Background: an optimization exercise with open tools, aiming at small area, a short achievable clock period and few clock cycles per item. Do not read the settings as production practice. Where RTL was checked, it was by simulation tests only, not by an equivalence proof against the original. For run 2, only the layout was checked, not whether the RTL still works.

**flow/run.sh**
```bash
#!/bin/bash
# synth_recipe.tcl (not shown) runs the flow's synth.tcl, then flattens the netlist and writes it again
# the make line also repeats each setting of config.mk as NAME=value (left out here)
make -C /OpenROAD-flow-scripts/flow DESIGN_CONFIG=/design/flow/config.mk WORK_HOME=/design/flow/orfs CLKGATE_MAP_FILE= SYNTH_SCRIPT=/design/flow/synth_recipe.tcl finish
```
**flow/design.v**
```verilog
module g_xor  (input wire a, input wire b, output wire y); assign y = a ^ b;    endmodule
module g_xnor (input wire a, input wire b, output wire y); assign y = ~(a ^ b); endmodule
module g_nand (input wire a, input wire b, output wire y); assign y = ~(a & b); endmodule
module g_nor  (input wire a, input wire b, output wire y); assign y = ~(a | b); endmodule
module g_mux  (input wire s, input wire a, input wire b, output wire y); assign y = s ? b : a; endmodule
module aes_sbox (
    input  wire [7:0] a,
    output wire [7:0] y
);
    wire U0 = a[7];
    wire U1 = a[6];
    wire U2 = a[5];
    wire U3 = a[4];
    wire U4 = a[3];
    wire U5 = a[2];
    wire U6 = a[1];
    wire U7 = a[0];
    wire T1, T2, T3, T4, T5, T6, T7, T8, T9, T10, T11, T12, T13, T14, T15, T16, T17, T18, T19, T20, T21, T22, T23, T24, T25, T26, T27, M1, M2, M3, M4, M5, M6, M7, M8, M9, M10, M11, M12, M13, M14, M15, M16, M17, M18, M19, M20, M21, M22, M23, M24, M25, M26, M27, M28, M29, M30, M31, M32, M33, M34, M35, M36, M37, M38, M39, M40, M41, M42, M43, M44, M45, M46, M47, M48, M49, M50, M51, M52, M53, M54, M55, M56, M57, M58, M59, M60, M61, M62, M63, L0, L1, L2, L3, L4, L5, L6, L7, L8, L9, L10, L11, L12, L13, L14, L15, L16, L17, L18, L19, L20, L21, L22, L23, L24, L25, L26, L27, L28, L29;
    g_xor g_T1 (.a(U0), .b(U3), .y(T1));
    g_xor g_T2 (.a(U0), .b(U5), .y(T2));
    g_xor g_T3 (.a(U0), .b(U6), .y(T3));
    g_xor g_T4 (.a(U3), .b(U5), .y(T4));
    g_xor g_T5 (.a(U4), .b(U6), .y(T5));
    g_xor g_T6 (.a(T1), .b(T5), .y(T6));
    g_xor g_T7 (.a(U1), .b(U2), .y(T7));
    g_xor g_T8 (.a(U7), .b(T6), .y(T8));
    g_xor g_T9 (.a(U7), .b(T7), .y(T9));
    g_xor g_T10 (.a(T6), .b(T7), .y(T10));
    g_xor g_T11 (.a(U1), .b(U5), .y(T11));
    g_xor g_T12 (.a(U2), .b(U5), .y(T12));
    g_xor g_T13 (.a(T3), .b(T4), .y(T13));
    g_xor g_T14 (.a(T6), .b(T11), .y(T14));
    g_xor g_T15 (.a(T5), .b(T11), .y(T15));
    g_xor g_T16 (.a(T5), .b(T12), .y(T16));
    g_xor g_T17 (.a(T9), .b(T16), .y(T17));
    g_xor g_T18 (.a(U3), .b(U7), .y(T18));
    g_xor g_T19 (.a(T7), .b(T18), .y(T19));
    g_xor g_T20 (.a(T1), .b(T19), .y(T20));
    g_xor g_T21 (.a(U6), .b(U7), .y(T21));
    g_xor g_T22 (.a(T7), .b(T21), .y(T22));
    g_xor g_T23 (.a(T2), .b(T22), .y(T23));
    g_xor g_T24 (.a(T2), .b(T10), .y(T24));
    g_xor g_T25 (.a(T20), .b(T17), .y(T25));
    g_xor g_T26 (.a(T3), .b(T16), .y(T26));
    g_xor g_T27 (.a(T1), .b(T12), .y(T27));
    g_nand g_M1 (.a(T13), .b(T6), .y(M1));
    g_nand g_M2 (.a(T23), .b(T8), .y(M2));
    g_xnor g_M3 (.a(T14), .b(M1), .y(M3));
    g_nand g_M4 (.a(T19), .b(U7), .y(M4));
    g_xor g_M5 (.a(M4), .b(M1), .y(M5));
    g_nand g_M6 (.a(T3), .b(T16), .y(M6));
    g_nand g_M7 (.a(T22), .b(T9), .y(M7));
    g_xnor g_M8 (.a(T26), .b(M6), .y(M8));
    g_nand g_M9 (.a(T20), .b(T17), .y(M9));
    g_xor g_M10 (.a(M9), .b(M6), .y(M10));
    g_nand g_M11 (.a(T1), .b(T15), .y(M11));
    g_nand g_M12 (.a(T4), .b(T27), .y(M12));
    g_xor g_M13 (.a(M12), .b(M11), .y(M13));
    g_nand g_M14 (.a(T2), .b(T10), .y(M14));
    g_xor g_M15 (.a(M14), .b(M11), .y(M15));
    g_xnor g_M16 (.a(M3), .b(M2), .y(M16));
    g_xor g_M17 (.a(M5), .b(T24), .y(M17));
    g_xnor g_M18 (.a(M8), .b(M7), .y(M18));
    g_xor g_M19 (.a(M10), .b(M15), .y(M19));
    g_xor g_M20 (.a(M16), .b(M13), .y(M20));
    g_xor g_M21 (.a(M17), .b(M15), .y(M21));
    g_xor g_M22 (.a(M18), .b(M13), .y(M22));
    g_xor g_M23 (.a(M19), .b(T25), .y(M23));
    g_xnor g_M24 (.a(M22), .b(M23), .y(M24));
    g_nand g_M25 (.a(M22), .b(M20), .y(M25));
    g_xor g_M26 (.a(M21), .b(M25), .y(M26));
    g_xnor g_M27 (.a(M20), .b(M21), .y(M27));
    g_xor g_M28 (.a(M23), .b(M25), .y(M28));
    g_nor g_M29 (.a(M28), .b(M27), .y(M29));
    g_nor g_M30 (.a(M26), .b(M24), .y(M30));
    g_nand g_M31 (.a(M20), .b(M23), .y(M31));
    g_nor g_M32 (.a(M27), .b(M31), .y(M32));
    g_xor g_M33 (.a(M27), .b(M25), .y(M33));
    g_nand g_M34 (.a(M21), .b(M22), .y(M34));
    g_nor g_M35 (.a(M24), .b(M34), .y(M35));
    g_xor g_M36 (.a(M24), .b(M25), .y(M36));
    g_xor g_M37 (.a(M21), .b(M29), .y(M37));
    g_xor g_M38 (.a(M32), .b(M33), .y(M38));
    g_xor g_M39 (.a(M23), .b(M30), .y(M39));
    g_xor g_M40 (.a(M35), .b(M36), .y(M40));
    g_xor g_M41 (.a(M38), .b(M40), .y(M41));
    g_xor g_M42 (.a(M37), .b(M39), .y(M42));
    g_xor g_M43 (.a(M37), .b(M38), .y(M43));
    g_xor g_M44 (.a(M39), .b(M40), .y(M44));
    g_xor g_M45 (.a(M42), .b(M41), .y(M45));
    g_nand g_M46 (.a(M44), .b(T6), .y(M46));
    g_nand g_M47 (.a(M40), .b(T8), .y(M47));
    g_nand g_M48 (.a(M39), .b(U7), .y(M48));
    g_nand g_M49 (.a(M43), .b(T16), .y(M49));
    g_nand g_M50 (.a(M38), .b(T9), .y(M50));
    g_nand g_M51 (.a(M37), .b(T17), .y(M51));
    g_nand g_M52 (.a(M42), .b(T15), .y(M52));
    g_nand g_M53 (.a(M45), .b(T27), .y(M53));
    g_nand g_M54 (.a(M41), .b(T10), .y(M54));
    g_nand g_M55 (.a(M44), .b(T13), .y(M55));
    g_nand g_M56 (.a(M40), .b(T23), .y(M56));
    g_nand g_M57 (.a(M39), .b(T19), .y(M57));
    g_nand g_M58 (.a(M43), .b(T3), .y(M58));
    g_nand g_M59 (.a(M38), .b(T22), .y(M59));
    g_nand g_M60 (.a(M37), .b(T20), .y(M60));
    g_nand g_M61 (.a(M42), .b(T1), .y(M61));
    g_nand g_M62 (.a(M45), .b(T4), .y(M62));
    g_nand g_M63 (.a(M41), .b(T2), .y(M63));
    g_xor g_L0 (.a(M61), .b(M62), .y(L0));
    g_xor g_L1 (.a(M50), .b(M56), .y(L1));
    g_xor g_L2 (.a(M46), .b(M48), .y(L2));
    g_xor g_L3 (.a(M47), .b(M55), .y(L3));
    g_xor g_L4 (.a(M54), .b(M58), .y(L4));
    g_xor g_L5 (.a(M49), .b(M61), .y(L5));
    g_xnor g_L6 (.a(M62), .b(L5), .y(L6));
    g_xnor g_L7 (.a(M46), .b(L3), .y(L7));
    g_xor g_L8 (.a(M51), .b(M59), .y(L8));
    g_xor g_L9 (.a(M52), .b(M53), .y(L9));
    g_xnor g_L10 (.a(M53), .b(L4), .y(L10));
    g_xnor g_L11 (.a(M60), .b(L2), .y(L11));
    g_xor g_L12 (.a(M48), .b(M51), .y(L12));
    g_xnor g_L13 (.a(M50), .b(L0), .y(L13));
    g_xor g_L14 (.a(M52), .b(M61), .y(L14));
    g_xnor g_L15 (.a(M55), .b(L1), .y(L15));
    g_xnor g_L16 (.a(M56), .b(L0), .y(L16));
    g_xnor g_L17 (.a(M57), .b(L1), .y(L17));
    g_xnor g_L18 (.a(M58), .b(L8), .y(L18));
    g_xnor g_L19 (.a(M63), .b(L4), .y(L19));
    g_xor g_L20 (.a(L0), .b(L1), .y(L20));
    g_xor g_L21 (.a(L1), .b(L7), .y(L21));
    g_xor g_L22 (.a(L3), .b(L12), .y(L22));
    g_xor g_L23 (.a(L18), .b(L2), .y(L23));
    g_xor g_L24 (.a(L15), .b(L9), .y(L24));
    g_xor g_L25 (.a(L6), .b(L10), .y(L25));
    g_xor g_L26 (.a(L7), .b(L9), .y(L26));
    g_xor g_L27 (.a(L8), .b(L10), .y(L27));
    g_xor g_L28 (.a(L11), .b(L14), .y(L28));
    g_xor g_L29 (.a(L11), .b(L17), .y(L29));
    g_xor g_S0 (.a(L6), .b(L24), .y(y[7]));
    g_xnor g_S1 (.a(L16), .b(L26), .y(y[6]));
    g_xnor g_S2 (.a(L19), .b(L28), .y(y[5]));
    g_xor g_S3 (.a(L6), .b(L21), .y(y[4]));
    g_xor g_S4 (.a(L20), .b(L22), .y(y[3]));
    g_xor g_S5 (.a(L25), .b(L29), .y(y[2]));
    g_xnor g_S6 (.a(L13), .b(L27), .y(y[1]));
    g_xnor g_S7 (.a(L6), .b(L23), .y(y[0]));
endmodule
module sbox_top (
    input  wire [7:0] a,
    output wire [3:0] m,
    output wire [7:0] t
);
    wire U0 = a[7];
    wire U1 = a[6];
    wire U2 = a[5];
    wire U3 = a[4];
    wire U4 = a[3];
    wire U5 = a[2];
    wire U6 = a[1];
    wire U7 = a[0];
    wire T1, T2, T3, T4, T5, T6, T7, T8, T9, T10, T11, T12, T13, T14, T15, T16, T17, T18, T19, T20, T21, T22, T23, T24, T25, T26, T27, M1, M2, M3, M4, M5, M6, M7, M8, M9, M10, M11, M12, M13, M14, M15, M16, M17, M18, M19, M20, M21, M22, M23;
    g_xor g_T1 (.a(U0), .b(U3), .y(T1));
    g_xor g_T2 (.a(U0), .b(U5), .y(T2));
    g_xor g_T3 (.a(U0), .b(U6), .y(T3));
    g_xor g_T4 (.a(U3), .b(U5), .y(T4));
    g_xor g_T5 (.a(U4), .b(U6), .y(T5));
    g_xor g_T6 (.a(T1), .b(T5), .y(T6));
    g_xor g_T7 (.a(U1), .b(U2), .y(T7));
    g_xor g_T8 (.a(U7), .b(T6), .y(T8));
    g_xor g_T9 (.a(U7), .b(T7), .y(T9));
    g_xor g_T10 (.a(T6), .b(T7), .y(T10));
    g_xor g_T11 (.a(U1), .b(U5), .y(T11));
    g_xor g_T12 (.a(U2), .b(U5), .y(T12));
    g_xor g_T13 (.a(T3), .b(T4), .y(T13));
    g_xor g_T14 (.a(T6), .b(T11), .y(T14));
    g_xor g_T15 (.a(T5), .b(T11), .y(T15));
    g_xor g_T16 (.a(T5), .b(T12), .y(T16));
    g_xor g_T17 (.a(T9), .b(T16), .y(T17));
    g_xor g_T18 (.a(U3), .b(U7), .y(T18));
    g_xor g_T19 (.a(T7), .b(T18), .y(T19));
    g_xor g_T20 (.a(T1), .b(T19), .y(T20));
    g_xor g_T21 (.a(U6), .b(U7), .y(T21));
    g_xor g_T22 (.a(T7), .b(T21), .y(T22));
    g_xor g_T23 (.a(T2), .b(T22), .y(T23));
    g_xor g_T24 (.a(T2), .b(T10), .y(T24));
    g_xor g_T25 (.a(T20), .b(T17), .y(T25));
    g_xor g_T26 (.a(T3), .b(T16), .y(T26));
    g_xor g_T27 (.a(T1), .b(T12), .y(T27));
    g_nand g_M1 (.a(T13), .b(T6), .y(M1));
    g_nand g_M2 (.a(T23), .b(T8), .y(M2));
    g_xnor g_M3 (.a(T14), .b(M1), .y(M3));
    g_nand g_M4 (.a(T19), .b(U7), .y(M4));
    g_xor g_M5 (.a(M4), .b(M1), .y(M5));
    g_nand g_M6 (.a(T3), .b(T16), .y(M6));
    g_nand g_M7 (.a(T22), .b(T9), .y(M7));
    g_xnor g_M8 (.a(T26), .b(M6), .y(M8));
    g_nand g_M9 (.a(T20), .b(T17), .y(M9));
    g_xor g_M10 (.a(M9), .b(M6), .y(M10));
    g_nand g_M11 (.a(T1), .b(T15), .y(M11));
    g_nand g_M12 (.a(T4), .b(T27), .y(M12));
    g_xor g_M13 (.a(M12), .b(M11), .y(M13));
    g_nand g_M14 (.a(T2), .b(T10), .y(M14));
    g_xor g_M15 (.a(M14), .b(M11), .y(M15));
    g_xnor g_M16 (.a(M3), .b(M2), .y(M16));
    g_xor g_M17 (.a(M5), .b(T24), .y(M17));
    g_xnor g_M18 (.a(M8), .b(M7), .y(M18));
    g_xor g_M19 (.a(M10), .b(M15), .y(M19));
    g_xor g_M20 (.a(M16), .b(M13), .y(M20));
    g_xor g_M21 (.a(M17), .b(M15), .y(M21));
    g_xor g_M22 (.a(M18), .b(M13), .y(M22));
    g_xor g_M23 (.a(M19), .b(T25), .y(M23));
    assign m[0] = M20;
    assign m[1] = M21;
    assign m[2] = M22;
    assign m[3] = M23;
    assign t[0] = T1;
    assign t[1] = T10;
    assign t[2] = T13;
    assign t[3] = T15;
    assign t[4] = T16;
    assign t[5] = T17;
    assign t[6] = T19;
    assign t[7] = T2;
endmodule
module sbox_bot (
    input  wire [3:0] m,
    input  wire [7:0] t,
    output wire [7:0] y
);
    wire M20 = m[0];
    wire M21 = m[1];
    wire M22 = m[2];
    wire M23 = m[3];
    wire T1 = t[0];
    wire T10 = t[1];
    wire T13 = t[2];
    wire T15 = t[3];
    wire T16 = t[4];
    wire T17 = t[5];
    wire T19 = t[6];
    wire T2 = t[7];
    wire T20, T23, T22, T27, T3, T4, T6, T9, T8, U7, M24, M25, M26, M27, M28, M29, M30, M31, M32, M33, M34, M35, M36, M37, M38, M39, M40, M41, M42, M43, M44, M45, M46, M47, M48, M49, M50, M51, M52, M53, M54, M55, M56, M57, M58, M59, M60, M61, M62, M63, L0, L1, L2, L3, L4, L5, L6, L7, L8, L9, L10, L11, L12, L13, L14, L15, L16, L17, L18, L19, L20, L21, L22, L23, L24, L25, L26, L27, L28, L29;
    g_xor g_T20 (.a(T1), .b(T19), .y(T20));
    g_xor g_T23 (.a(T13), .b(T19), .y(T23));
    g_xor g_T22 (.a(T2), .b(T23), .y(T22));
    g_xor g_T27 (.a(T10), .b(T15), .y(T27));
    g_xor g_T3 (.a(T20), .b(T22), .y(T3));
    g_xor g_T4 (.a(T1), .b(T2), .y(T4));
    g_xor g_T6 (.a(T16), .b(T27), .y(T6));
    g_xor g_T9 (.a(T16), .b(T17), .y(T9));
    g_xor g_T8 (.a(T10), .b(T9), .y(T8));
    g_xor g_U7 (.a(T15), .b(T17), .y(U7));
    g_xnor g_M24 (.a(M22), .b(M23), .y(M24));
    g_nand g_M25 (.a(M22), .b(M20), .y(M25));
    g_xor g_M26 (.a(M21), .b(M25), .y(M26));
    g_xnor g_M27 (.a(M20), .b(M21), .y(M27));
    g_xor g_M28 (.a(M23), .b(M25), .y(M28));
    g_nor g_M29 (.a(M28), .b(M27), .y(M29));
    g_nor g_M30 (.a(M26), .b(M24), .y(M30));
    g_nand g_M31 (.a(M20), .b(M23), .y(M31));
    g_nor g_M32 (.a(M27), .b(M31), .y(M32));
    g_xor g_M33 (.a(M27), .b(M25), .y(M33));
    g_nand g_M34 (.a(M21), .b(M22), .y(M34));
    g_nor g_M35 (.a(M24), .b(M34), .y(M35));
    g_xor g_M36 (.a(M24), .b(M25), .y(M36));
    g_xor g_M37 (.a(M21), .b(M29), .y(M37));
    g_xor g_M38 (.a(M32), .b(M33), .y(M38));
    g_xor g_M39 (.a(M23), .b(M30), .y(M39));
    g_xor g_M40 (.a(M35), .b(M36), .y(M40));
    g_xor g_M41 (.a(M38), .b(M40), .y(M41));
    g_xor g_M42 (.a(M37), .b(M39), .y(M42));
    g_xor g_M43 (.a(M37), .b(M38), .y(M43));
    g_xor g_M44 (.a(M39), .b(M40), .y(M44));
    g_xor g_M45 (.a(M42), .b(M41), .y(M45));
    g_nand g_M46 (.a(M44), .b(T6), .y(M46));
    g_nand g_M47 (.a(M40), .b(T8), .y(M47));
    g_nand g_M48 (.a(M39), .b(U7), .y(M48));
    g_nand g_M49 (.a(M43), .b(T16), .y(M49));
    g_nand g_M50 (.a(M38), .b(T9), .y(M50));
    g_nand g_M51 (.a(M37), .b(T17), .y(M51));
    g_nand g_M52 (.a(M42), .b(T15), .y(M52));
    g_nand g_M53 (.a(M45), .b(T27), .y(M53));
    g_nand g_M54 (.a(M41), .b(T10), .y(M54));
    g_nand g_M55 (.a(M44), .b(T13), .y(M55));
    g_nand g_M56 (.a(M40), .b(T23), .y(M56));
    g_nand g_M57 (.a(M39), .b(T19), .y(M57));
    g_nand g_M58 (.a(M43), .b(T3), .y(M58));
    g_nand g_M59 (.a(M38), .b(T22), .y(M59));
    g_nand g_M60 (.a(M37), .b(T20), .y(M60));
    g_nand g_M61 (.a(M42), .b(T1), .y(M61));
    g_nand g_M62 (.a(M45), .b(T4), .y(M62));
    g_nand g_M63 (.a(M41), .b(T2), .y(M63));
    g_xor g_L0 (.a(M61), .b(M62), .y(L0));
    g_xor g_L1 (.a(M50), .b(M56), .y(L1));
    g_xor g_L2 (.a(M46), .b(M48), .y(L2));
    g_xor g_L3 (.a(M47), .b(M55), .y(L3));
    g_xor g_L4 (.a(M54), .b(M58), .y(L4));
    g_xor g_L5 (.a(M49), .b(M61), .y(L5));
    g_xnor g_L6 (.a(M62), .b(L5), .y(L6));
    g_xnor g_L7 (.a(M46), .b(L3), .y(L7));
    g_xor g_L8 (.a(M51), .b(M59), .y(L8));
    g_xor g_L9 (.a(M52), .b(M53), .y(L9));
    g_xnor g_L10 (.a(M53), .b(L4), .y(L10));
    g_xnor g_L11 (.a(M60), .b(L2), .y(L11));
    g_xor g_L12 (.a(M48), .b(M51), .y(L12));
    g_xnor g_L13 (.a(M50), .b(L0), .y(L13));
    g_xor g_L14 (.a(M52), .b(M61), .y(L14));
    g_xnor g_L15 (.a(M55), .b(L1), .y(L15));
    g_xnor g_L16 (.a(M56), .b(L0), .y(L16));
    g_xnor g_L17 (.a(M57), .b(L1), .y(L17));
    g_xnor g_L18 (.a(M58), .b(L8), .y(L18));
    g_xnor g_L19 (.a(M63), .b(L4), .y(L19));
    g_xor g_L20 (.a(L0), .b(L1), .y(L20));
    g_xor g_L21 (.a(L1), .b(L7), .y(L21));
    g_xor g_L22 (.a(L3), .b(L12), .y(L22));
    g_xor g_L23 (.a(L18), .b(L2), .y(L23));
    g_xor g_L24 (.a(L15), .b(L9), .y(L24));
    g_xor g_L25 (.a(L6), .b(L10), .y(L25));
    g_xor g_L26 (.a(L7), .b(L9), .y(L26));
    g_xor g_L27 (.a(L8), .b(L10), .y(L27));
    g_xor g_L28 (.a(L11), .b(L14), .y(L28));
    g_xor g_L29 (.a(L11), .b(L17), .y(L29));
    g_xor g_S0 (.a(L6), .b(L24), .y(y[7]));
    g_xnor g_S1 (.a(L16), .b(L26), .y(y[6]));
    g_xnor g_S2 (.a(L19), .b(L28), .y(y[5]));
    g_xor g_S3 (.a(L6), .b(L21), .y(y[4]));
    g_xor g_S4 (.a(L20), .b(L22), .y(y[3]));
    g_xor g_S5 (.a(L25), .b(L29), .y(y[2]));
    g_xnor g_S6 (.a(L13), .b(L27), .y(y[1]));
    g_xnor g_S7 (.a(L6), .b(L23), .y(y[0]));
endmodule
module bunting_aes256 (
    input  wire         clk,
    input  wire         rst,         
    input  wire [255:0] key,         
    input  wire         in_valid,
    output wire         in_ready,
    input  wire [127:0] in_block,    
    output reg          out_valid,
    output reg  [127:0] out_block    
);
    localparam NU = 7;
    reg  [3:0]        q;
    reg  [1:0]        r;
    reg               win_q;         
    reg  [3*NU-1:0]   vr;            
    reg  [128*NU-1:0] ra, rc;        
    reg  [192*NU-1:0] rb;
    reg  [128*NU-1:0] ku;            
    reg  [127:0]      kp, kc;
    reg  [47:0]       kt1;
    reg  [31:0]       kt;
    assign in_ready = win_q;
    wire [192*NU-1:0] ta;
    wire [128*NU-1:0] sb, mk;
    genvar j;
    wire [127:0]      m7;            
    generate
        for (j = 0; j < NU; j = j + 1) begin : g_unit
            sub_top u_a (.a(ra[128*j +: 128]), .y(ta[192*j +: 192]));
            sub_bot u_b (.a(rb[192*j +: 192]), .y(sb[128*j +: 128]));
            if (j < NU - 1) begin : g_mix
                mix_ark u_c (.a(rc[128*j +: 128]), .k(ku[128*j +: 128]), .y(mk[128*j +: 128]));
            end else begin : g_last
                mix_ark_in u_c (.a(rc[128*j +: 128]), .k(ku[128*j +: 128]), .sel(win_q),
                                .d(in_block ^ key[255:128]), .y(m7));
            end
        end
    endgenerate
    always @(posedge clk) begin
        ra        <= {mk[128*NU-129:0], m7};
        rb        <= ta;
        rc        <= sb;
        out_block <= rc[128*NU-1 -: 128] ^ ku[128*NU-1 -: 128];
    end
    wire [47:0] ks1;
    wire [31:0] ks;
    generate
        genvar i;
        for (i = 0; i < 4; i = i + 1) begin : g_ksub
            sbox_top u_top (.a(kc[31 - 8*i -: 8]), .m(ks1[47 - 12*i -: 4]), .t(ks1[43 - 12*i -: 8]));
            sbox_bot u_bot (.m(kt1[47 - 12*i -: 4]), .t(kt1[43 - 12*i -: 8]), .y(ks[31 - 8*i -: 8]));
        end
    endgenerate
    wire [7:0]   rcon = 8'h01 << q[3:1];
    wire [31:0]  tx   = q[0] ? {kt[23:16] ^ rcon, kt[15:0], kt[31:24]} : kt;
    wire [31:0]  p01  = kp[127:96] ^ kp[95:64];
    wire [31:0]  n0   = kp[127:96] ^ tx;
    wire [31:0]  n1   = p01 ^ tx;
    wire [31:0]  n2   = kp[63:32] ^ n1;
    wire [31:0]  n3   = kp[31:0] ^ n2;
    wire [2:0]   qu   = (q >= 4'd7) ? q[2:0] + 3'd1 : q[2:0];
    always @(posedge clk) begin
        kt1 <= ks1;
        kt  <= ks;
        if (r == 2'd0) begin
            kp <= (q == 4'd0) ? key[255:128] : kc;
            kc <= (q == 4'd0) ? key[127:0] : {n0, n1, n2, n3};
        end
    end
    generate
        for (j = 0; j < NU; j = j + 1) begin : g_key
            always @(posedge clk)
                if (r == 2'd1 && qu == j)
                    ku[128*j +: 128] <= kc;
        end
    endgenerate
    wire [3:0] q1   = (r == 2'd2) ? ((q == 4'd13) ? 4'd0 : q + 4'd1) : q;
    wire [1:0] r1   = (r == 2'd2) ? 2'd0 : r + 2'd1;
    wire       win1 = (q1 == 4'd13 && r1 == 2'd2) || (q1 <= 4'd5) || (q1 == 4'd6 && r1 != 2'd2);
    wire       idle = win_q && (vr[3*NU-2:0] == 0) && !in_valid;
    always @(posedge clk) begin
        if (rst) begin
            q         <= 4'd13;
            r         <= 2'd2;
            win_q     <= 1'b1;
            vr        <= 0;
            out_valid <= 1'b0;
        end else begin
            vr        <= {vr[3*NU-2:0], win_q ? in_valid : vr[3*NU-1]};
            out_valid <= win_q && vr[3*NU-1];
            if (idle) begin
                q     <= 4'd13;
                r     <= 2'd2;
                win_q <= 1'b1;
            end else begin
                q     <= q1;
                r     <= r1;
                win_q <= win1;
            end
        end
    end
endmodule
module sub_top (
    input  wire [127:0] a,
    output wire [191:0] y
);
    genvar i;
    generate
        for (i = 0; i < 16; i = i + 1) begin : g_sub
            sbox_top u_sbox (.a(a[127 - 8*i -: 8]), .m(y[191 - 12*i -: 4]), .t(y[187 - 12*i -: 8]));
        end
    endgenerate
endmodule
module sub_bot (
    input  wire [191:0] a,
    output wire [127:0] y
);
    wire [127:0] sb;
    genvar i, c, r;
    generate
        for (i = 0; i < 16; i = i + 1) begin : g_sub
            sbox_bot u_sbox (.m(a[191 - 12*i -: 4]), .t(a[187 - 12*i -: 8]), .y(sb[127 - 8*i -: 8]));
        end
        for (c = 0; c < 4; c = c + 1) begin : g_col
            for (r = 0; r < 4; r = r + 1) begin : g_row
                assign y[127 - 8*(4*c + r) -: 8] = sb[127 - 8*(4*((c + r) % 4) + r) -: 8];
            end
        end
    endgenerate
endmodule
module mix_ark (
    input  wire [127:0] a,
    input  wire [127:0] k,
    output wire [127:0] y
);
    genvar c;
    generate
        for (c = 0; c < 4; c = c + 1) begin : g_col
            mix_col u_col (.a(a[127 - 32*c -: 32]), .k(k[127 - 32*c -: 32]), .y(y[127 - 32*c -: 32]));
        end
    endgenerate
endmodule
module mix_col (
    input  wire [31:0] a,            
    input  wire [31:0] k,
    output wire [31:0] y
);
    wire [31:0] b, x, p, q;
    genvar i, j;
    generate
        for (i = 0; i < 4; i = i + 1) begin : g_byte
            for (j = 0; j < 8; j = j + 1) begin : g_bit
                g_xor u_b (.a(a[31 - 8*i - 7 + j]), .b(a[31 - 8*((i + 1) % 4) - 7 + j]), .y(b[31 - 8*i - 7 + j]));
                g_xor u_c (.a(a[31 - 8*((i + 3) % 4) - 7 + j]), .b(k[31 - 8*i - 7 + j]), .y(p[31 - 8*i - 7 + j]));
            end
            wire [7:0] bi = b[31 - 8*i -: 8];
            wire [7:0] xt;
            assign xt[0] = bi[7];
            g_xor u_x1 (.a(bi[0]), .b(bi[7]), .y(xt[1]));
            assign xt[2] = bi[1];
            g_xor u_x3 (.a(bi[2]), .b(bi[7]), .y(xt[3]));
            g_xor u_x4 (.a(bi[3]), .b(bi[7]), .y(xt[4]));
            assign xt[5] = bi[4];
            assign xt[6] = bi[5];
            assign xt[7] = bi[6];
            for (j = 0; j < 8; j = j + 1) begin : g_out
                g_xor u_q (.a(xt[j]), .b(b[31 - 8*((i + 1) % 4) - 7 + j]), .y(q[31 - 8*i - 7 + j]));
                g_xor u_y (.a(q[31 - 8*i - 7 + j]), .b(p[31 - 8*i - 7 + j]), .y(y[31 - 8*i - 7 + j]));
            end
        end
    endgenerate
endmodule
module mix_ark_in (
    input  wire [127:0] a,
    input  wire [127:0] k,
    input  wire         sel,
    input  wire [127:0] d,
    output wire [127:0] y
);
    genvar c;
    generate
        for (c = 0; c < 4; c = c + 1) begin : g_col
            mix_col_in u_col (.a(a[127 - 32*c -: 32]), .k(k[127 - 32*c -: 32]), .sel(sel),
                              .d(d[127 - 32*c -: 32]), .y(y[127 - 32*c -: 32]));
        end
    endgenerate
endmodule
module mix_col_in (
    input  wire [31:0] a,            
    input  wire [31:0] k,
    input  wire        sel,
    input  wire [31:0] d,
    output wire [31:0] y
);
    wire [31:0] b, p, pd, qn, qg;
    genvar i, j;
    generate
        for (i = 0; i < 4; i = i + 1) begin : g_byte
            for (j = 0; j < 8; j = j + 1) begin : g_bit
                g_xor u_b (.a(a[31 - 8*i - 7 + j]), .b(a[31 - 8*((i + 1) % 4) - 7 + j]), .y(b[31 - 8*i - 7 + j]));
                g_xor u_c (.a(a[31 - 8*((i + 3) % 4) - 7 + j]), .b(k[31 - 8*i - 7 + j]), .y(p[31 - 8*i - 7 + j]));
                g_mux u_d (.s(sel), .a(p[31 - 8*i - 7 + j]), .b(d[31 - 8*i - 7 + j]), .y(pd[31 - 8*i - 7 + j]));
            end
            wire [7:0] bi = b[31 - 8*i -: 8];
            wire [7:0] xt;
            assign xt[0] = bi[7];
            g_xor u_x1 (.a(bi[0]), .b(bi[7]), .y(xt[1]));
            assign xt[2] = bi[1];
            g_xor u_x3 (.a(bi[2]), .b(bi[7]), .y(xt[3]));
            g_xor u_x4 (.a(bi[3]), .b(bi[7]), .y(xt[4]));
            assign xt[5] = bi[4];
            assign xt[6] = bi[5];
            assign xt[7] = bi[6];
            for (j = 0; j < 8; j = j + 1) begin : g_out
                g_xnor u_q (.a(xt[j]), .b(b[31 - 8*((i + 1) % 4) - 7 + j]), .y(qn[31 - 8*i - 7 + j]));
                g_nor  u_g (.a(qn[31 - 8*i - 7 + j]), .b(sel), .y(qg[31 - 8*i - 7 + j]));
                g_xor  u_y (.a(qg[31 - 8*i - 7 + j]), .b(pd[31 - 8*i - 7 + j]), .y(y[31 - 8*i - 7 + j]));
            end
        end
    endgenerate
endmodule
```
**flow/constraint.sdc**
```tcl
create_clock -name core_clock -period 7.0 [get_ports {clk}]
set_input_delay 1.4000 -clock core_clock [delete_from_list [all_inputs] [get_ports {clk}]]
set_output_delay 1.4000 -clock core_clock [all_outputs]
set_load 0.01 [all_outputs]
```
**flow/config.mk**
```make
export PLATFORM = sky130hd
export DESIGN_NAME = bunting_aes256
export DESIGN_NICKNAME = bunting_aes256
export VERILOG_FILES = /design/flow/design.v
export SDC_FILE = /design/flow/constraint.sdc
export NUM_CORES = 8
export LEC_CHECK = 0
export CAP_MARGIN = 20
export CORE_MARGIN = 2
export CORE_UTILIZATION = 60
export CTS_CLUSTER_DIAMETER = 60
export CTS_CLUSTER_SIZE = 30
export SETUP_SLACK_MARGIN = 4.2
export SLEW_MARGIN = 20
export SYNTH_HIERARCHICAL = 1
export SYNTH_MINIMUM_KEEP_SIZE = 0
```
==> out/summary.txt, run 1 <==
status -> timing/DRC/antenna clean
Final Cycle Share -> 42.5%
setup_tns -> 0 ns
Avg Cell Area, Syn -> 10.3 um^2
CP max FO -> 1
global route overflow -> 0
Yosys reg bits -> 4525
area grow syn2layout -> 13.9%
max-cap viol count -> 0
antenna viol nets, final -> 0
Slew @ Worst Pin -> 1.32 ns
final non-filler cell total -> 33900
Synth Area in Simple Gates -> 5.81%
f_max -> 336 MHz
Worst slew margin -> 12.3%
vias in the first global route -> 174000
ys async rst share -> 0%
CTS Root Cell -> clkbuf_16
CP endpoint -> out_block[60]
residual DRC count -> 0
Synth Area in Compound Gates -> 0.287%
Main synth FF type -> dfxtp_1
Detailed Routing Iterations Pass 1 -> 6
cts hold-fix bufs -> 0
final HPWL from detailed placement -> 741000 um
clock skew -> 0.0729 ns
XOR/XNOR share of the synthesized area -> 51.8%
nets -> 27500
crit-path max cell delay -> 0.38 ns
number of library cell types mapped by synthesis -> 46
die outline height -> 684 um
CP Buf/Inv Count -> 1
reg2reg setup slack -> 4.12 ns
Final setup viols -> 0
clk sinks -> 4525
top-level port count -> 517
CP max stage cell -> dfxtp_2
count of input and output buffers -> 516
worst hold margin -> 0.459 ns
final wirelength -> 924000 um
Fillers -> 35400
Adder-Cell Fraction of Synth Area -> 0.0171%
crit path cell chain -> buf_6
clock latency (worst-skew pair) -> 1.07 ns
worst hold path depth -> 1
Max clock buf depth -> 4
DP Area -> 281000 um^2
Critical Path RT -> 5.60 ns
total track usage -> 37.7%
Final Critical Period -> 2.97 ns
worst r2r src -> kp[88]
first-pass GRT wire length -> 1260000 um
Initial Utilization -> 60.3%
CP top delay family -> flip-flops
R2R cell count -> 5
DR vias -> 178000
cells after synthesis -> 27100
EDFF count, synth -> 1152
CTS buffer count -> 406
Worst EP arrival -> 1.57 ns
FP Rows -> 249
area of the core -> 460000 um^2
area of the die -> 468000 um^2
mux share of post-synthesis cell area -> 1.41%
chip width -> 684 um
post-synthesis sequential area ratio -> 36.8%
RSZ-0062 raised after global routing -> yes
placed cells -> 32400
Min-Delay Path Class -> register to register
main combinational cell family by area after synthesis -> XOR/XNOR gates
initial antenna violation count -> 231
share of cells above drive strength 1 -> 14.8%
H-tree lvl count -> 5
CTS tree -> yes
Hold Path Origin -> vr[5]
max-slew violation count -> 0
design area -> 316000 um^2
final hold violations -> 0
WP depth -> 1
Final GP Congestion -> 1.03
detail-routed via count per cell -> 5.24
1st-iter DRT viols -> 16900
CP endpoint kind -> output port
Clock Pin Slew Worst Setup and Hold Paths -> 0.09 ns
WL/cell -> 27.2 um
largest net degree at the start of global routing -> 162
CP Class -> register to output port
Critical Path Source -> out_block[60]
mapped cell area -> 278000 um^2
Synth Net Count -> 27500
startpoint class of the critical path -> register
R2R Path End -> kc[24]
Yosys warning total -> 7
## synthesized netlist by cell type, drive strengths merged, types with 21 or more instances
library cell  count  share of area [%]
nor2b            21              0.047
mux2i            27              0.097
xor2          13900                 44
buf            1429                3.8
xnor3            31               0.25
nand2          3594                4.9
xnor2          2510                7.9
dfxtp          3373                 24
nor2            615               0.83
o21ai           114               0.21
edfxtp         1152                 12
mux2            280                1.3
## how the worst min path moves through the flow
stage	endpoint	slack, ns
after CTS	vr[6]	0.46
after floorplan	vr[13]	0.44
after detailed placement	vr[6]	0.45
after global placement	vr[15]	0.45
final	vr[6]	0.46
after global routing	vr[12]	0.48
## layout by cell type (no fill, tap or decap), types with 11 or more instances in the layout
cell type / instances
nor2b_1: 21
clkinv_2: 18
buf_12: 13
dfxtp_1: 3092
xnor3_1: 31
buf_2: 34
nor2_1: 561
mux2_2: 152
clkdlybuf4s50_1: 386
xor2_4: 33
xor2_2: 1222
dfxtp_2: 261
xnor2_2: 452
nor2_2: 49
mux2i_1: 23
dfxtp_4: 20
xnor2_1: 1975
inv_12: 52
xnor2_4: 83
mux2_4: 128
inv_6: 62
nand2_2: 147
diode_2: 244
buf_4: 571
nand2_1: 3441
inv_8: 46
clkbuf_1: 12
inv_16: 22
o21ai_0: 106
bufinv_16: 11
buf_6: 98
clkinvlp_4: 13
clkinv_4: 17
clkbuf_16: 420
xor2_1: 12600
clkinv_8: 72
edfxtp_1: 1152
## Yosys stat by module, one instance, submodules excluded, a selection
module / copies in the design / cell area [um^2] / flip-flops and latches
bunting_aes256: 1 / 110000 / 4525
sbox_top: 116 / 90.1 / 0
g_mux: 128 / 15.0 / 0
g_xnor: 2448 / 8.76 / 0
g_xor: 13500 / 8.76 / 0
g_nand: 3480 / 3.75 / 0
g_nor: 592 / 3.75 / 0
## cell families (layout without fill, tap and decap cells)
family / after synthesis / count (layout)
compound gates: 136 / 136
simple gates: 4258 / 4261
fa+ha+maj: 4 / 4
buf+inv: 1448 / 1889
xor+xnor: 16400 / 16400
flops: 4525 / 4525
mux: 307 / 307
other cells: 0 / 244
## state kept, by name (all words and copies together), names as in the netlist
name	flops
out_valid	1
rb	1344
rc	896
ku	896
kp	128
out_block	128
win_q	1
kc	128
ra	896
vr	21
q	4
kt	32
r	2
kt1	48
## layer usage
metal  GRT usage [%]  wire (um)  up-vias
li1                -          -    81800
met1            44.6     341000    86200
met2            60.9     427000     7507
met3            5.76      67700     2147
met4            30.5      87600       50
met5               0        333        -
## repair_timing
action	CTS	global route
cloned	7	3
resized for setup	1199	1845
setup endpoints to repair	1395	1558
buffers inserted	38	402
pin swaps	93	665
## stage by stage
| step | util, % | setup WS (ns) |
|---|---|---|
| final | 68.7 | 4.03 |
| after CTS | 65.3 | 4.00 |
| after floorplan | - | 2.47 |
| after detailed placement | 61.1 | 3.16 |
| after global placement | 61.1 | 3.12 |
| after global routing | 68.6 | 4.01 |
## cell type report
cell class	count	area (um^2)	area share [%]
Multi-Input combinational cell	21100	180000	57.0
Sequential cell	4525	103000	32.4
Clock buffer	438	10600	3.36
Timing Repair Buffer	1118	10100	3.20
Tap cell	6149	7690	2.43
Clock inverter	330	4480	1.42
Antenna cell	244	611	0.193
Inverter	3	13.8	0.00435
Testbench counts, summed over its fixed seeds: cycles 3,456, blocks 1,600.
==> run 2, diff against run 1 <==
--- a/flow/design.v
+++ b/flow/design.v
@@ -2,7 +2,6 @@
 module g_xnor (input wire a, input wire b, output wire y); assign y = ~(a ^ b); endmodule
 module g_nand (input wire a, input wire b, output wire y); assign y = ~(a & b); endmodule
 module g_nor  (input wire a, input wire b, output wire y); assign y = ~(a | b); endmodule
-module g_mux  (input wire s, input wire a, input wire b, output wire y); assign y = s ? b : a; endmodule
 module aes_sbox (
     input  wire [7:0] a,
     output wire [7:0] y
@@ -354,21 +353,15 @@
     wire [192*NU-1:0] ta;
     wire [128*NU-1:0] sb, mk;
     genvar j;
-    wire [127:0]      m7;            
     generate
         for (j = 0; j < NU; j = j + 1) begin : g_unit
             sub_top u_a (.a(ra[128*j +: 128]), .y(ta[192*j +: 192]));
             sub_bot u_b (.a(rb[192*j +: 192]), .y(sb[128*j +: 128]));
-            if (j < NU - 1) begin : g_mix
-                mix_ark u_c (.a(rc[128*j +: 128]), .k(ku[128*j +: 128]), .y(mk[128*j +: 128]));
-            end else begin : g_last
-                mix_ark_in u_c (.a(rc[128*j +: 128]), .k(ku[128*j +: 128]), .sel(win_q),
-                                .d(in_block ^ key[255:128]), .y(m7));
-            end
+            mix_ark u_c (.a(rc[128*j +: 128]), .k(ku[128*j +: 128]), .y(mk[128*j +: 128]));
         end
     endgenerate
     always @(posedge clk) begin
-        ra        <= {mk[128*NU-129:0], m7};
+        ra        <= {mk[128*NU-129:0], win_q ? (in_block ^ key[255:128]) : mk[128*NU-1 -: 128]};
         rb        <= ta;
         rc        <= sb;
         out_block <= rc[128*NU-1 -: 128] ^ ku[128*NU-1 -: 128];
@@ -389,20 +382,21 @@
     wire [31:0]  n1   = p01 ^ tx;
     wire [31:0]  n2   = kp[63:32] ^ n1;
     wire [31:0]  n3   = kp[31:0] ^ n2;
+    wire [127:0] nk   = {n0, n1, n2, n3};
     wire [2:0]   qu   = (q >= 4'd7) ? q[2:0] + 3'd1 : q[2:0];
     always @(posedge clk) begin
         kt1 <= ks1;
         kt  <= ks;
-        if (r == 2'd0) begin
+        if (r == 2'd1) begin
             kp <= (q == 4'd0) ? key[255:128] : kc;
-            kc <= (q == 4'd0) ? key[127:0] : {n0, n1, n2, n3};
+            kc <= (q == 4'd0) ? key[127:0] : nk;
         end
     end
     generate
         for (j = 0; j < NU; j = j + 1) begin : g_key
             always @(posedge clk)
                 if (r == 2'd1 && qu == j)
-                    ku[128*j +: 128] <= kc;
+                    ku[128*j +: 128] <= (j == 0 && q == 4'd0) ? key[127:0] : nk;
         end
     endgenerate
     wire [3:0] q1   = (r == 2'd2) ? ((q == 4'd13) ? 4'd0 : q + 4'd1) : q;
@@ -476,77 +470,142 @@
     input  wire [31:0] k,
     output wire [31:0] y
 );
-    wire [31:0] b, x, p, q;
-    genvar i, j;
-    generate
-        for (i = 0; i < 4; i = i + 1) begin : g_byte
-            for (j = 0; j < 8; j = j + 1) begin : g_bit
-                g_xor u_b (.a(a[31 - 8*i - 7 + j]), .b(a[31 - 8*((i + 1) % 4) - 7 + j]), .y(b[31 - 8*i - 7 + j]));
-                g_xor u_c (.a(a[31 - 8*((i + 3) % 4) - 7 + j]), .b(k[31 - 8*i - 7 + j]), .y(p[31 - 8*i - 7 + j]));
-            end
-            wire [7:0] bi = b[31 - 8*i -: 8];
-            wire [7:0] xt;
-            assign xt[0] = bi[7];
-            g_xor u_x1 (.a(bi[0]), .b(bi[7]), .y(xt[1]));
-            assign xt[2] = bi[1];
-            g_xor u_x3 (.a(bi[2]), .b(bi[7]), .y(xt[3]));
-            g_xor u_x4 (.a(bi[3]), .b(bi[7]), .y(xt[4]));
-            assign xt[5] = bi[4];
-            assign xt[6] = bi[5];
-            assign xt[7] = bi[6];
-            for (j = 0; j < 8; j = j + 1) begin : g_out
-                g_xor u_q (.a(xt[j]), .b(b[31 - 8*((i + 1) % 4) - 7 + j]), .y(q[31 - 8*i - 7 + j]));
-                g_xor u_y (.a(q[31 - 8*i - 7 + j]), .b(p[31 - 8*i - 7 + j]), .y(y[31 - 8*i - 7 + j]));
-            end
-        end
-    endgenerate
-endmodule
-module mix_ark_in (
-    input  wire [127:0] a,
-    input  wire [127:0] k,
-    input  wire         sel,
-    input  wire [127:0] d,
-    output wire [127:0] y
-);
-    genvar c;
-    generate
-        for (c = 0; c < 4; c = c + 1) begin : g_col
-            mix_col_in u_col (.a(a[127 - 32*c -: 32]), .k(k[127 - 32*c -: 32]), .sel(sel),
-                              .d(d[127 - 32*c -: 32]), .y(y[127 - 32*c -: 32]));
-        end
-    endgenerate
-endmodule
-module mix_col_in (
-    input  wire [31:0] a,            
-    input  wire [31:0] k,
-    input  wire        sel,
-    input  wire [31:0] d,
-    output wire [31:0] y
-);
-    wire [31:0] b, p, pd, qn, qg;
+    wire [31:0] x;    
     genvar i, j;
     generate
-        for (i = 0; i < 4; i = i + 1) begin : g_byte
+        for (i = 0; i < 4; i = i + 1) begin : g_in
             for (j = 0; j < 8; j = j + 1) begin : g_bit
-                g_xor u_b (.a(a[31 - 8*i - 7 + j]), .b(a[31 - 8*((i + 1) % 4) - 7 + j]), .y(b[31 - 8*i - 7 + j]));
-                g_xor u_c (.a(a[31 - 8*((i + 3) % 4) - 7 + j]), .b(k[31 - 8*i - 7 + j]), .y(p[31 - 8*i - 7 + j]));
-                g_mux u_d (.s(sel), .a(p[31 - 8*i - 7 + j]), .b(d[31 - 8*i - 7 + j]), .y(pd[31 - 8*i - 7 + j]));
-            end
-            wire [7:0] bi = b[31 - 8*i -: 8];
-            wire [7:0] xt;
-            assign xt[0] = bi[7];
-            g_xor u_x1 (.a(bi[0]), .b(bi[7]), .y(xt[1]));
-            assign xt[2] = bi[1];
-            g_xor u_x3 (.a(bi[2]), .b(bi[7]), .y(xt[3]));
-            g_xor u_x4 (.a(bi[3]), .b(bi[7]), .y(xt[4]));
-            assign xt[5] = bi[4];
-            assign xt[6] = bi[5];
-            assign xt[7] = bi[6];
-            for (j = 0; j < 8; j = j + 1) begin : g_out
-                g_xnor u_q (.a(xt[j]), .b(b[31 - 8*((i + 1) % 4) - 7 + j]), .y(qn[31 - 8*i - 7 + j]));
-                g_nor  u_g (.a(qn[31 - 8*i - 7 + j]), .b(sel), .y(qg[31 - 8*i - 7 + j]));
-                g_xor  u_y (.a(qg[31 - 8*i - 7 + j]), .b(pd[31 - 8*i - 7 + j]), .y(y[31 - 8*i - 7 + j]));
+                assign x[8*i + j] = a[31 - 8*i - 7 + j];
             end
         end
     endgenerate
+    wire w0, w1, w2, w3, w4, w5, w6, w7, w8, w9, w10, w11, w12, w13, w14, w15, w16, w17, w18, w19, w20, w21, w22, w23, w24, w25, w26, w27, w28, w29, w30, w31, w32, w33, w34, w35, w36, w37, w38, w39, w40, w41, w42, w43, w44, w45, w46, w47, w48, w49, w50, w51, w52, w53, w54, w55, w56, w57, w58, w59, w60, w61, w62, w63, w64, w65, w66, w67, w68, w69, w70, w71, w72, w73, w74, w75, w76, w77, w78, w79, w80, w81, w82, w83, w84, w85, w86, w87, w88, w89, w90, w91, w92, w93, w94, w95;
+    g_xor u_w0 (.a(x[7]), .b(x[15]), .y(w0));
+    g_xor u_w1 (.a(x[23]), .b(x[31]), .y(w1));
+    g_xor u_w2 (.a(x[7]), .b(x[31]), .y(w2));
+    g_xor u_w3 (.a(x[15]), .b(x[23]), .y(w3));
+    g_xor u_w4 (.a(x[0]), .b(x[24]), .y(w4));
+    g_xor u_w5 (.a(x[8]), .b(x[16]), .y(w5));
+    g_xor u_w6 (.a(x[6]), .b(x[30]), .y(w6));
+    g_xor u_w7 (.a(x[14]), .b(x[22]), .y(w7));
+    g_xor u_w8 (.a(x[5]), .b(x[13]), .y(w8));
+    g_xor u_w9 (.a(x[21]), .b(x[29]), .y(w9));
+    g_xor u_w10 (.a(x[18]), .b(x[26]), .y(w10));
+    g_xor u_w11 (.a(x[9]), .b(x[17]), .y(w11));
+    g_xor u_w12 (.a(x[1]), .b(x[25]), .y(w12));
+    g_xor u_w13 (.a(x[2]), .b(x[10]), .y(w13));
+    g_xor u_w14 (.a(x[4]), .b(x[28]), .y(w14));
+    g_xor u_w15 (.a(x[19]), .b(x[27]), .y(w15));
+    g_xor u_w16 (.a(x[12]), .b(x[20]), .y(w16));
+    g_xor u_w17 (.a(x[3]), .b(x[11]), .y(w17));
+    g_xor u_w18 (.a(x[7]), .b(w7), .y(w18));
+    g_xor u_w19 (.a(w1), .b(w18), .y(w19));
+    g_xor u_w20 (.a(x[22]), .b(w0), .y(w20));
+    g_xor u_w21 (.a(x[30]), .b(w20), .y(w21));
+    g_xor u_w22 (.a(x[31]), .b(w21), .y(w22));
+    g_xor u_w23 (.a(w9), .b(w16), .y(w23));
+    g_xor u_w24 (.a(x[5]), .b(w23), .y(w24));
+    g_xor u_w25 (.a(x[20]), .b(w8), .y(w25));
+    g_xor u_w26 (.a(x[24]), .b(w0), .y(w26));
+    g_xor u_w27 (.a(x[8]), .b(w4), .y(w27));
+    g_xor u_w28 (.a(w3), .b(w5), .y(w28));
+    g_xor u_w29 (.a(w1), .b(w27), .y(w29));
+    g_xor u_w30 (.a(x[0]), .b(w5), .y(w30));
+    g_xor u_w31 (.a(w2), .b(w30), .y(w31));
+    g_xor u_w32 (.a(w27), .b(w28), .y(w32));
+    g_xor u_w33 (.a(w5), .b(w26), .y(w33));
+    g_xor u_w34 (.a(w8), .b(w14), .y(w34));
+    g_xor u_w35 (.a(x[21]), .b(w34), .y(w35));
+    g_xor u_w36 (.a(x[29]), .b(w25), .y(w36));
+    g_xor u_w37 (.a(x[28]), .b(w36), .y(w37));
+    g_xor u_w38 (.a(x[4]), .b(w25), .y(w38));
+    g_xor u_w39 (.a(w24), .b(w38), .y(w39));
+    g_xor u_w40 (.a(w12), .b(w28), .y(w40));
+    g_xor u_w41 (.a(x[17]), .b(w40), .y(w41));
+    g_xor u_w42 (.a(x[2]), .b(w10), .y(w42));
+    g_xor u_w43 (.a(w11), .b(w42), .y(w43));
+    g_xor u_w44 (.a(x[17]), .b(w13), .y(w44));
+    g_xor u_w45 (.a(w12), .b(w13), .y(w45));
+    g_xor u_w46 (.a(x[18]), .b(w45), .y(w46));
+    g_xor u_w47 (.a(w43), .b(w44), .y(w47));
+    g_xor u_w48 (.a(x[1]), .b(w47), .y(w48));
+    g_xor u_w49 (.a(w3), .b(w6), .y(w49));
+    g_xor u_w50 (.a(x[7]), .b(w49), .y(w50));
+    g_xor u_w51 (.a(x[30]), .b(w7), .y(w51));
+    g_xor u_w52 (.a(w8), .b(w51), .y(w52));
+    g_xor u_w53 (.a(x[13]), .b(w6), .y(w53));
+    g_xor u_w54 (.a(x[25]), .b(w44), .y(w54));
+    g_xor u_w55 (.a(x[26]), .b(w54), .y(w55));
+    g_xor u_w56 (.a(x[29]), .b(w53), .y(w56));
+    g_xor u_w57 (.a(w52), .b(w56), .y(w57));
+    g_xor u_w58 (.a(x[14]), .b(w9), .y(w58));
+    g_xor u_w59 (.a(w6), .b(w58), .y(w59));
+    g_xor u_w60 (.a(x[21]), .b(x[22]), .y(w60));
+    g_xor u_w61 (.a(w53), .b(w60), .y(w61));
+    g_xor u_w62 (.a(x[6]), .b(w19), .y(w62));
+    g_xor u_w63 (.a(w20), .b(w62), .y(w63));
+    g_xor u_w64 (.a(x[1]), .b(w2), .y(w64));
+    g_xor u_w65 (.a(w4), .b(w64), .y(w65));
+    g_xor u_w66 (.a(w11), .b(w65), .y(w66));
+    g_xor u_w67 (.a(w29), .b(w30), .y(w67));
+    g_xor u_w68 (.a(x[9]), .b(w12), .y(w68));
+    g_xor u_w69 (.a(w67), .b(w68), .y(w69));
+    g_xor u_w70 (.a(w66), .b(w67), .y(w70));
+    g_xor u_w71 (.a(w40), .b(w70), .y(w71));
+    g_xor u_w72 (.a(w13), .b(w15), .y(w72));
+    g_xor u_w73 (.a(w0), .b(w72), .y(w73));
+    g_xor u_w74 (.a(x[11]), .b(w73), .y(w74));
+    g_xor u_w75 (.a(w16), .b(w17), .y(w75));
+    g_xor u_w76 (.a(x[28]), .b(w75), .y(w76));
+    g_xor u_w77 (.a(x[11]), .b(w14), .y(w77));
+    g_xor u_w78 (.a(w0), .b(w76), .y(w78));
+    g_xor u_w79 (.a(w3), .b(w77), .y(w79));
+    g_xor u_w80 (.a(x[27]), .b(w1), .y(w80));
+    g_xor u_w81 (.a(w78), .b(w80), .y(w81));
+    g_xor u_w82 (.a(w79), .b(w81), .y(w82));
+    g_xor u_w83 (.a(w17), .b(w80), .y(w83));
+    g_xor u_w84 (.a(x[10]), .b(w3), .y(w84));
+    g_xor u_w85 (.a(w10), .b(w83), .y(w85));
+    g_xor u_w86 (.a(x[18]), .b(w84), .y(w86));
+    g_xor u_w87 (.a(x[20]), .b(w79), .y(w87));
+    g_xor u_w88 (.a(x[19]), .b(w87), .y(w88));
+    g_xor u_w89 (.a(x[3]), .b(w15), .y(w89));
+    g_xor u_w90 (.a(w86), .b(w89), .y(w90));
+    g_xor u_w91 (.a(w73), .b(w85), .y(w91));
+    g_xor u_w92 (.a(w86), .b(w91), .y(w92));
+    g_xor u_w93 (.a(x[12]), .b(w14), .y(w93));
+    g_xor u_w94 (.a(x[19]), .b(w93), .y(w94));
+    g_xor u_w95 (.a(w80), .b(w94), .y(w95));
+    g_xor u_y0 (.a(w33), .b(k[24]), .y(y[24]));
+    g_xor u_y1 (.a(w71), .b(k[25]), .y(y[25]));
+    g_xor u_y2 (.a(w48), .b(k[26]), .y(y[26]));
+    g_xor u_y3 (.a(w74), .b(k[27]), .y(y[27]));
+    g_xor u_y4 (.a(w78), .b(k[28]), .y(y[28]));
+    g_xor u_y5 (.a(w39), .b(k[29]), .y(y[29]));
+    g_xor u_y6 (.a(w52), .b(k[30]), .y(y[30]));
+    g_xor u_y7 (.a(w63), .b(k[31]), .y(y[31]));
+    g_xor u_y8 (.a(w32), .b(k[16]), .y(y[16]));
+    g_xor u_y9 (.a(w41), .b(k[17]), .y(y[17]));
+    g_xor u_y10 (.a(w43), .b(k[18]), .y(y[18]));
+    g_xor u_y11 (.a(w90), .b(k[19]), .y(y[19]));
+    g_xor u_y12 (.a(w88), .b(k[20]), .y(y[20]));
+    g_xor u_y13 (.a(w24), .b(k[21]), .y(y[21]));
+    g_xor u_y14 (.a(w61), .b(k[22]), .y(y[22]));
+    g_xor u_y15 (.a(w19), .b(k[23]), .y(y[23]));
+    g_xor u_y16 (.a(w29), .b(k[8]), .y(y[8]));
+    g_xor u_y17 (.a(w69), .b(k[9]), .y(y[9]));
+    g_xor u_y18 (.a(w55), .b(k[10]), .y(y[10]));
+    g_xor u_y19 (.a(w85), .b(k[11]), .y(y[11]));
+    g_xor u_y20 (.a(w95), .b(k[12]), .y(y[12]));
+    g_xor u_y21 (.a(w37), .b(k[13]), .y(y[13]));
+    g_xor u_y22 (.a(w59), .b(k[14]), .y(y[14]));
+    g_xor u_y23 (.a(w22), .b(k[15]), .y(y[15]));
+    g_xor u_y24 (.a(w31), .b(k[0]), .y(y[0]));
+    g_xor u_y25 (.a(w66), .b(k[1]), .y(y[1]));
+    g_xor u_y26 (.a(w46), .b(k[2]), .y(y[2]));
+    g_xor u_y27 (.a(w92), .b(k[3]), .y(y[3]));
+    g_xor u_y28 (.a(w82), .b(k[4]), .y(y[4]));
+    g_xor u_y29 (.a(w35), .b(k[5]), .y(y[5]));
+    g_xor u_y30 (.a(w57), .b(k[6]), .y(y[6]));
+    g_xor u_y31 (.a(w50), .b(k[7]), .y(y[7]));
 endmodule
--- a/flow/config.mk
+++ b/flow/config.mk
@@ -7,10 +7,10 @@
 export LEC_CHECK = 0
 export CAP_MARGIN = 20
 export CORE_MARGIN = 2
-export CORE_UTILIZATION = 60
+export CORE_UTILIZATION = 55
 export CTS_CLUSTER_DIAMETER = 60
 export CTS_CLUSTER_SIZE = 30
-export SETUP_SLACK_MARGIN = 4.2
+export SETUP_SLACK_MARGIN = 4.0
 export SLEW_MARGIN = 20
 export SYNTH_HIERARCHICAL = 1
 export SYNTH_MINIMUM_KEEP_SIZE = 0
==> out/summary.txt, run 2 <==
PnR worst setup slack -> 3.82 ns (-0.208 ns)
final wirelength -> 911000 um (-1.4%)
global route overflow -> 0 (unchanged)
number of library cell types mapped by synthesis -> 46 (unchanged)
most flop-heavy register -> rb
Final GP Congestion -> 1.04 (+1.0%)
most frequent cells in the layout -> 12900 x xor2_1, 3998 x nand2_1, 3308 x dfxtp_1
final HPWL from detailed placement -> 761000 um (+2.7%)
top-level port count -> 517 (unchanged)
Yosys top cell area share -> 43.2% (-0.48 points)
Adder-Cell Fraction of Synth Area -> 0.0137% (-0.0034 points)
top-count cell post-synth -> xor2_1
dominant cell type by area after synthesis -> xor2_1
Synth Area in Compound Gates -> 0.331% (+0.044 points)
FP Rows -> 259 (+4.0%)
largest net degree at the start of global routing -> 166 (+2.5%)
mux share of post-synthesis cell area -> 0.318% (-1.1 points)
CTS buffer count -> 420 (+3.4%)
final hold violations -> 0 (unchanged)
clock latency (worst-skew pair) -> 1.07 ns (about the same)
synth cell count leaders -> 13500 x xor2_1, 4015 x nand2_1, 3373 x dfxtp_1
die outline height -> 710 um (+3.7%)
detail-routed via count per cell -> 5.05 (-3.7%)
cts hold-fix bufs -> 0 (unchanged)
count of input and output buffers -> 516 (unchanged)
Slew @ Worst Pin -> 1.31 ns (-0.0103 ns)
Setup WS pre-CTS -> 3.29 ns (+0.130 ns)
Max clock buf depth -> 4 (unchanged)
residual DRC count -> 0 (unchanged)
post-synthesis sequential area ratio -> 37.3% (+0.50 points)
CP endpoint kind -> register
cells after synthesis -> 27100 (+0.074%)
Synth Area in Simple Gates -> 6.56% (+0.75 points)
Main synth FF type -> dfxtp_1
Clock Pin Slew Worst Setup and Hold Paths -> 0.09 ns (about the same)
CTS Root Cell -> clkbuf_16
f_max -> 314 MHz (-6.5%)
max-slew violation count -> 0 (unchanged)
1st-iter DRT viols -> 15900 (-6.2%)
H-tree lvl count -> 5 (unchanged)
clock skew -> 0.0574 ns (-0.0156 ns)
Final setup viols -> 0 (unchanged)
Min-Delay Path Class -> register to register
main combinational cell family by area after synthesis -> XOR/XNOR gates
RSZ-0062 raised after global routing -> yes
clk sinks -> 4525 (unchanged)
nets -> 27200 (-1.2%)
design area -> 303000 um^2 (-4.3%)
DR vias -> 172000 (-3.2%)
most common cell after layout, fill and taps aside -> xor2_1
max reg flops -> 1344 (unchanged)
CTS tree -> yes
Critical Path RT -> 7.96 ns (+2.36 ns)
Worst EP arrival -> 4.14 ns (+2.57 ns)
Yosys reg bits -> 4525 (unchanged)
Avg Cell Area, Syn -> 10.1 um^2 (-1.4%)
CP Class -> register to register
Initial Utilization -> 55.2% (-5.2 points)
initial antenna violation count -> 157 (-32%)
XOR/XNOR share of the synthesized area -> 51.6% (-0.29 points)
Detailed Routing Iterations Pass 1 -> 6 (unchanged)
DP Area -> 279000 um^2 (-0.96%)
WL/cell -> 26.7 um (-1.9%)
chip width -> 710 um (+3.7%)
CP max FO -> 10 (+9)
Yosys warning total -> 7 (unchanged)
antenna viol nets, final -> 0 (unchanged)
Worst slew margin -> 12.7% (+0.39 points)
first-pass GRT wire length -> 1240000 um (-1.3%)
startpoint class of the critical path -> register
mapped cell area -> 274000 um^2 (-1.3%)
Synth Net Count -> 27500 (+0.073%)
area of the die -> 504000 um^2 (+7.6%)
EDFF count, synth -> 1152 (unchanged)
share of cells above drive strength 1 -> 8.48% (-6.3 points)
Final Cycle Share -> 45.4% (+3.0 points)
total track usage -> 34.9% (-2.7 points)
ys async rst share -> 0% (unchanged)
Area contributors post-synth -> xor2_1 43%, dfxtp_1 25%, edfxtp_1 13%, xnor2_1 8.0%, nand2_1 5.5%
vias in the first global route -> 169000 (-2.9%)
Final Critical Period -> 3.18 ns (+0.208 ns)
max-cap viol count -> 0 (unchanged)
area grow syn2layout -> 10.5%
status -> timing/DRC/antenna clean
area of the core -> 497000 um^2 (+7.9%)
run 2: cell count changes in the layout (fill, tap and decap cells not counted), moves of 130 or more:
| cell | change |
|---|---|
| xor2_1 | +283 |
| xnor2_1 | +282 |
| nand2_2 | -131 |
| nand2_1 | +557 |
| dfxtp_2 | -200 |
| xor2_2 | -629 |
| xnor2_2 | -210 |
| a21oi_1 | +130 |
| dfxtp_1 | +216 |
| buf_4 | -310 |
run 2: cell type report:
class                      instances  area, um^2
antenna                          218         546
clock buffer                     453       10900
clock inverter                   340        4490
fill                           42300      194000
inverter                           4        15.0
multi-input combinational      21100      169000
sequential                      4525      102000
tap                             6655        8330
timing repair buffer             811        7160
run 2: worst paths after layout:
path,from,to,slack [ns],cells past startpoint
max,rc[764],ra[884],3.82,7
min,ku[748],ra[876],0.42,1
max reg2reg,rc[764],ra[884],3.82,7
min reg2reg,ku[748],ra[876],0.42,1
run 2: critical path: stages, from the launching register on:
cell	delay [ns]
dfxtp_1	0.51
xor2_1	0.44
xor2_1	0.23
xor2_1	0.36
xor2_1	0.24
xor2_1	0.76
xor2_1	0.26
buf_4	0.28
run 2: cells by family after synthesis:
kind of cell	Yosys count
mux	80
xor+xnor	16100
flops	4525
fa+ha+maj	3
compound gates	163
simple gates	4748
buf+inv	1490
run 2: metrics by stage:
| stage | hold slack (ns) | setup TNS, ns | cells | util [%] |
|---|---|---|---|---|
| 2_1_floorplan | 0.402 | -702.09 | 27100 | - |
| 3_3_place_gp | 0.412 | 0 | 32900 | 56.1 |
| 3_5_place_dp | 0.424 | 0 | 32900 | 56.1 |
| 4_1_cts | 0.425 | 0 | 33700 | 59.6 |
| 5_1_grt | 0.441 | 0 | 34000 | 60.9 |
| 6_report | 0.425 | 0 | 34100 | 60.9 |
run 2: per-module statistics from Yosys, one instance, submodules excluded, a selection:
module | flip-flops and latches | cells inside | cell area [um^2]
bunting_aes256 | 4525 | 6108 | 112000
g_xnor | 0 | 1 | 8.76
sbox_top | 0 | 12 | 90.1
g_xor | 0 | 1 | 8.76
g_nor | 0 | 1 | 3.75
g_nand | 0 | 1 | 3.75
run 2: metal layers:
layer | track usage [%] | vias up | part of all wire [%]
met1 | 45.3 | 83400 | 41
li1 | - | 81400 | -
met2 | 54.9 | 5769 | 45
met5 | 0 | - | 0.019
met3 | 5.42 | 1420 | 7.2
met4 | 21.2 | 24 | 7.1
run 2: timing repair:
item | CTS | global route
resized for setup | 812 | 722
setup buffers | 63 | 117
gates cloned | 1 | 0
pin swaps | 65 | 190
setup endpoints to repair | 1150 | 808

separate check: timing with driven ports:
How much do the figures lean on ideal ports? The routed layouts below were timed once more, with nothing changed but the port constraints. Step 1: set_driving_cell puts a clkbuf_16 on clk and a buf_2 on each other input, an assumption about the parent block. Step 2, shift: input delay + t, output delay - t, t = (earliest + latest rising clock arrival at the registers) / 2. This alone moves slack from input paths to output paths. a / b / c = no drivers / after step 1 / after step 2; a / b = the first two.
run | t, ns | slack for setup (ns) | hold slack, ns | worst register clock-pin slew, ns
run 1 | 1.175 | 4.027 / 3.890 / 3.558 | 0.459 / 0.459 / 0.459 | 0.11 / 0.11
run 2 | 1.178 | 3.820 / 3.820 / 3.663 | 0.425 / 0.425 / 0.425 | 0.11 / 0.11
After both steps setup and hold are still met in every run listed. The setup slack of run 1, which loses most, moves by -0.137 ns with the drivers and by -0.469 ns with both steps.
